From an optimization exercise on the open Yosys and OpenROAD flow, aimed at small area and a short achievable clock period; shortcuts taken in it are not production practice.
Only simulation tests tie the RTL to the original design; equivalence was not proved.

== north ==
## rs37_decoder
module rs37_decoder (
    input  wire         clk,
    input  wire         rst,
    input  wire         in_valid,
    input  wire [295:0] in_word,
    input  wire [2:0]   in_poison,
    output reg          out_valid,
    output reg  [255:0] out_data,
    output reg  [1:0]   out_result,
    output reg  [7:0]   out_sym_a,
    output reg  [7:0]   out_sym_b
);
export LEC_CHECK = 0
export CAP_MARGIN = 20
export CORE_MARGIN = 2
export CORE_UTILIZATION = 50
export PLACE_DENSITY = 0.65
export SLEW_MARGIN = 20
create_clock -name core_clock -period 25.0 [get_ports {clk}]
standard.sh (not shown) runs the stock make flow with config.mk's settings and CLKGATE_MAP_FILE= SYNTH_SCRIPT=/design/flow/synth_recipe.tcl, a recipe that flattens the netlist after the stock synthesis.
==> flow/flow/run.sh <==
#!/bin/bash
# Own flow: the standard layout (standard.sh, with its standard synthesis)
# with these changes:
#  - the port buffers are buf_2 cells (ORFS's buffer_ports otherwise picks the
#    delay cell clkdlybuf4s50_1). Every port still gets its buffer;
#  - the delay cells (clkdlybuf4s*, dlygate*, dlymetal*) are added to the
#    platform's don't-use list, so that the resizer buffers long wires with
#    buf_* cells;
#  - timing repair (repair_timing, as in the standard flow) is asked for a
#    setup slack margin of OWN_SETUP_MARGIN ns against the design's
#    constraints, which are unchanged.
# The ORFS tools write their logs to orfs/logs; make's output is in flow_make.log.
set -euo pipefail
WORK=$(pwd)
DU=$(make -C "$FLOW_HOME" DESIGN_CONFIG=$WORK/config.mk WORK_HOME=$WORK/orfs print-DONT_USE_CELLS 2> $WORK/flow_dontuse.log | sed -n 's/^DONT_USE_CELLS: //p')
[ -n "$DU" ] || { echo "no DONT_USE_CELLS"; exit 1; }
for c in clkdlybuf4s15_1 clkdlybuf4s15_2 clkdlybuf4s18_1 clkdlybuf4s18_2 clkdlybuf4s25_1 \
         clkdlybuf4s25_2 clkdlybuf4s50_1 clkdlybuf4s50_2 dlygate4sd1_1 dlygate4sd2_1 \
         dlygate4sd3_1 dlymetal6s2s_1 dlymetal6s4s_1 dlymetal6s6s_1; do
  DU="$DU sky130_fd_sc_hd__$c"
done
bash standard.sh "DONT_USE_CELLS=$DU" \
  "BUFFER_PORTS_ARGS=-buffer_cell sky130_fd_sc_hd__buf_2" \
  SETUP_SLACK_MARGIN=${OWN_SETUP_MARGIN:-19.5} finish > $WORK/flow_make.log 2>&1
north: flow completed, timing, DRC and antenna clean
Here is what was changed in the inputs of south compared with north.
-- flow/flow/run.sh --
<<< north, line 23
  "BUFFER_PORTS_ARGS=-buffer_cell sky130_fd_sc_hd__buf_2" \
  SETUP_SLACK_MARGIN=${OWN_SETUP_MARGIN:-19.5} finish > $WORK/flow_make.log 2>&1
>>> south, line 23
  "BUFFER_PORTS_ARGS=-buffer_cell sky130_fd_sc_hd__buf_2" \
  SETUP_SLACK_MARGIN=${OWN_SETUP_MARGIN:-18.5} finish > $WORK/flow_make.log 2>&1
## What came out
Total of cells resized after clock tree synthesis (south over north): decrease, about 90%. Diff north -> south | headroom to the max-slew limit | decrease of 4.1 points. Area added between synthesis and finish in south is 6.5 points below north. Total vias in the final route in south vs north: down 1,112. Delta (south minus north): antenna diode instance count picked up an extra 6, non-clock buffer instance count of the final layout lost 166. Going from north to south, worst setup slack decreased by 0.46 ns relative to the old numbers; global routing met1 resource utilization decreased by 0.21 points relative to the old numbers; global-route wire length before repair decreased by 1.6% relative to the old numbers.

rs37_decoder again, from the RTL that the note above started with.
## rs37_decoder
module rs37_decoder (
    input  wire         clk,
    input  wire         rst,
    input  wire         in_valid,
    input  wire [295:0] in_word,
    input  wire [2:0]   in_poison,
    output reg          out_valid,
    output reg  [255:0] out_data,
    output reg  [1:0]   out_result,
    output reg  [7:0]   out_sym_a,
    output reg  [7:0]   out_sym_b
);
clock: 25.0 ns
lec_check: 0
cap_margin: 20
core_margin: 2
core_utilization: 50
place_density: 0.65
slew_margin: 20
==> flow/flow/run.sh <==
#!/bin/bash
# Own flow: the standard layout (standard.sh, with its standard synthesis)
# with these changes:
#  - the port buffers are buf_2 cells (ORFS's buffer_ports otherwise picks the
#    delay cell clkdlybuf4s50_1). Every port still gets its buffer;
#  - the delay cells (clkdlybuf4s*, dlygate*, dlymetal*) are added to the
#    platform's don't-use list, so that the resizer buffers long wires with
#    buf_* cells;
#  - timing repair (repair_timing, as in the standard flow) is asked for a
#    setup slack margin of OWN_SETUP_MARGIN ns against the design's
#    constraints, which are unchanged.
# The ORFS tools write their logs to orfs/logs; make's output is in flow_make.log.
set -euo pipefail
WORK=$(pwd)
DU=$(make -C "$FLOW_HOME" DESIGN_CONFIG=$WORK/config.mk WORK_HOME=$WORK/orfs print-DONT_USE_CELLS 2> $WORK/flow_dontuse.log | sed -n 's/^DONT_USE_CELLS: //p')
[ -n "$DU" ] || { echo "no DONT_USE_CELLS"; exit 1; }
for c in clkdlybuf4s15_1 clkdlybuf4s15_2 clkdlybuf4s18_1 clkdlybuf4s18_2 clkdlybuf4s25_1 \
         clkdlybuf4s25_2 clkdlybuf4s50_1 clkdlybuf4s50_2 dlygate4sd1_1 dlygate4sd2_1 \
         dlygate4sd3_1 dlymetal6s2s_1 dlymetal6s4s_1 dlymetal6s6s_1; do
  DU="$DU sky130_fd_sc_hd__$c"
done
bash standard.sh "DONT_USE_CELLS=$DU" \
  "BUFFER_PORTS_ARGS=-buffer_cell sky130_fd_sc_hd__buf_2" \
  SETUP_SLACK_MARGIN=${OWN_SETUP_MARGIN:-19} finish > $WORK/flow_make.log 2>&1
The baseline passed the timing, DRC and antenna checks.
Next try:
--- a/flow/flow/run.sh
+++ b/flow/flow/run.sh
@@ -1,5 +1,7 @@
 #!/bin/bash
-# Own flow: the standard layout (standard.sh, with its standard synthesis)
-# with these changes:
+# Own flow: the standard layout (standard.sh) with these changes:
+#  - synthesis maps the combinational logic with flow/abc.script (area-oriented
+#    mapping) instead of ORFS's abc_speed.script;
+#    the rest of the synthesis is synth_recipe.tcl unchanged (see synth.tcl);
 #  - the port buffers are buf_2 cells (ORFS's buffer_ports otherwise picks the
 #    delay cell clkdlybuf4s50_1). Every port still gets its buffer;
@@ -13,4 +15,6 @@
 set -euo pipefail
 WORK=$(pwd)
+export OWN_WORK=$WORK
+export OWN_ABC_SCRIPT=$WORK/flow/abc.script
 DU=$(make -C "$FLOW_HOME" DESIGN_CONFIG=$WORK/config.mk WORK_HOME=$WORK/orfs print-DONT_USE_CELLS 2> $WORK/flow_dontuse.log | sed -n 's/^DONT_USE_CELLS: //p')
 [ -n "$DU" ] || { echo "no DONT_USE_CELLS"; exit 1; }
@@ -20,5 +24,5 @@
   DU="$DU sky130_fd_sc_hd__$c"
 done
-bash standard.sh "DONT_USE_CELLS=$DU" \
+bash standard.sh SYNTH_SCRIPT=$WORK/flow/synth.tcl "DONT_USE_CELLS=$DU" \
   "BUFFER_PORTS_ARGS=-buffer_cell sky130_fd_sc_hd__buf_2" \
   SETUP_SLACK_MARGIN=${OWN_SETUP_MARGIN:-19} finish > $WORK/flow_make.log 2>&1
==> flow/flow/abc.script (new file) <==
strash
dch
map -a
==> flow/flow/synth.tcl (new file) <==
# The standard synthesis (synth_recipe.tcl, unchanged), with one difference: abc maps the
# combinational logic with flow/abc.script (area-oriented mapping)
# instead of ORFS's abc_speed.script. Flip-flops are mapped by dfflibmap as before.
proc abc {args} {
  set i [lsearch -exact $args -script]
  if {$i >= 0} { lset args [expr {$i + 1}] $::env(OWN_ABC_SCRIPT) }
  yosys abc {*}$args
}
source $::env(OWN_WORK)/synth_recipe.tcl
Result: Clock-buffer cell count increases by 7. Utilization increases by 2.8 points. Global-route usage increases by 0.41 points.

[separate check: timing with driven ports]
How much do the figures lean on ideal ports? The routed layouts below were timed once more, with nothing changed but the port constraints. Step 1 (the two cells are an assumption about what drives the block):
set clk [get_ports {clk}]
set_driving_cell -lib_cell sky130_fd_sc_hd__clkbuf_16 $clk
set_driving_cell -lib_cell sky130_fd_sc_hd__buf_2 [delete_from_list [all_inputs] $clk]
Step 2 adds t to the input delays and takes it off the output delays; t is the mean of the earliest and latest rising clock arrival at the registers after step 1. Input paths then give back, and output paths get back, about the clock's delay inside the block. a / b / c = no drivers / after step 1 / after step 2; a / b = the first two.
run | t (ns) | setup slack, ns | slew at the worst register clock pin (ns)
north | 0.893 | 18.597 / 18.498 / 19.318 | 0.09 / 0.09
south | 0.889 | 18.137 / 18.137 / 18.137 | 0.08 / 0.08
the first run of note 2 | 0.890 | 18.499 / 18.491 / 18.499 | 0.09 / 0.09
the second run of note 2 | 0.855 | 18.604 / 18.518 / 18.824 | 0.08 / 0.08
After both steps every run listed still meets setup and hold.
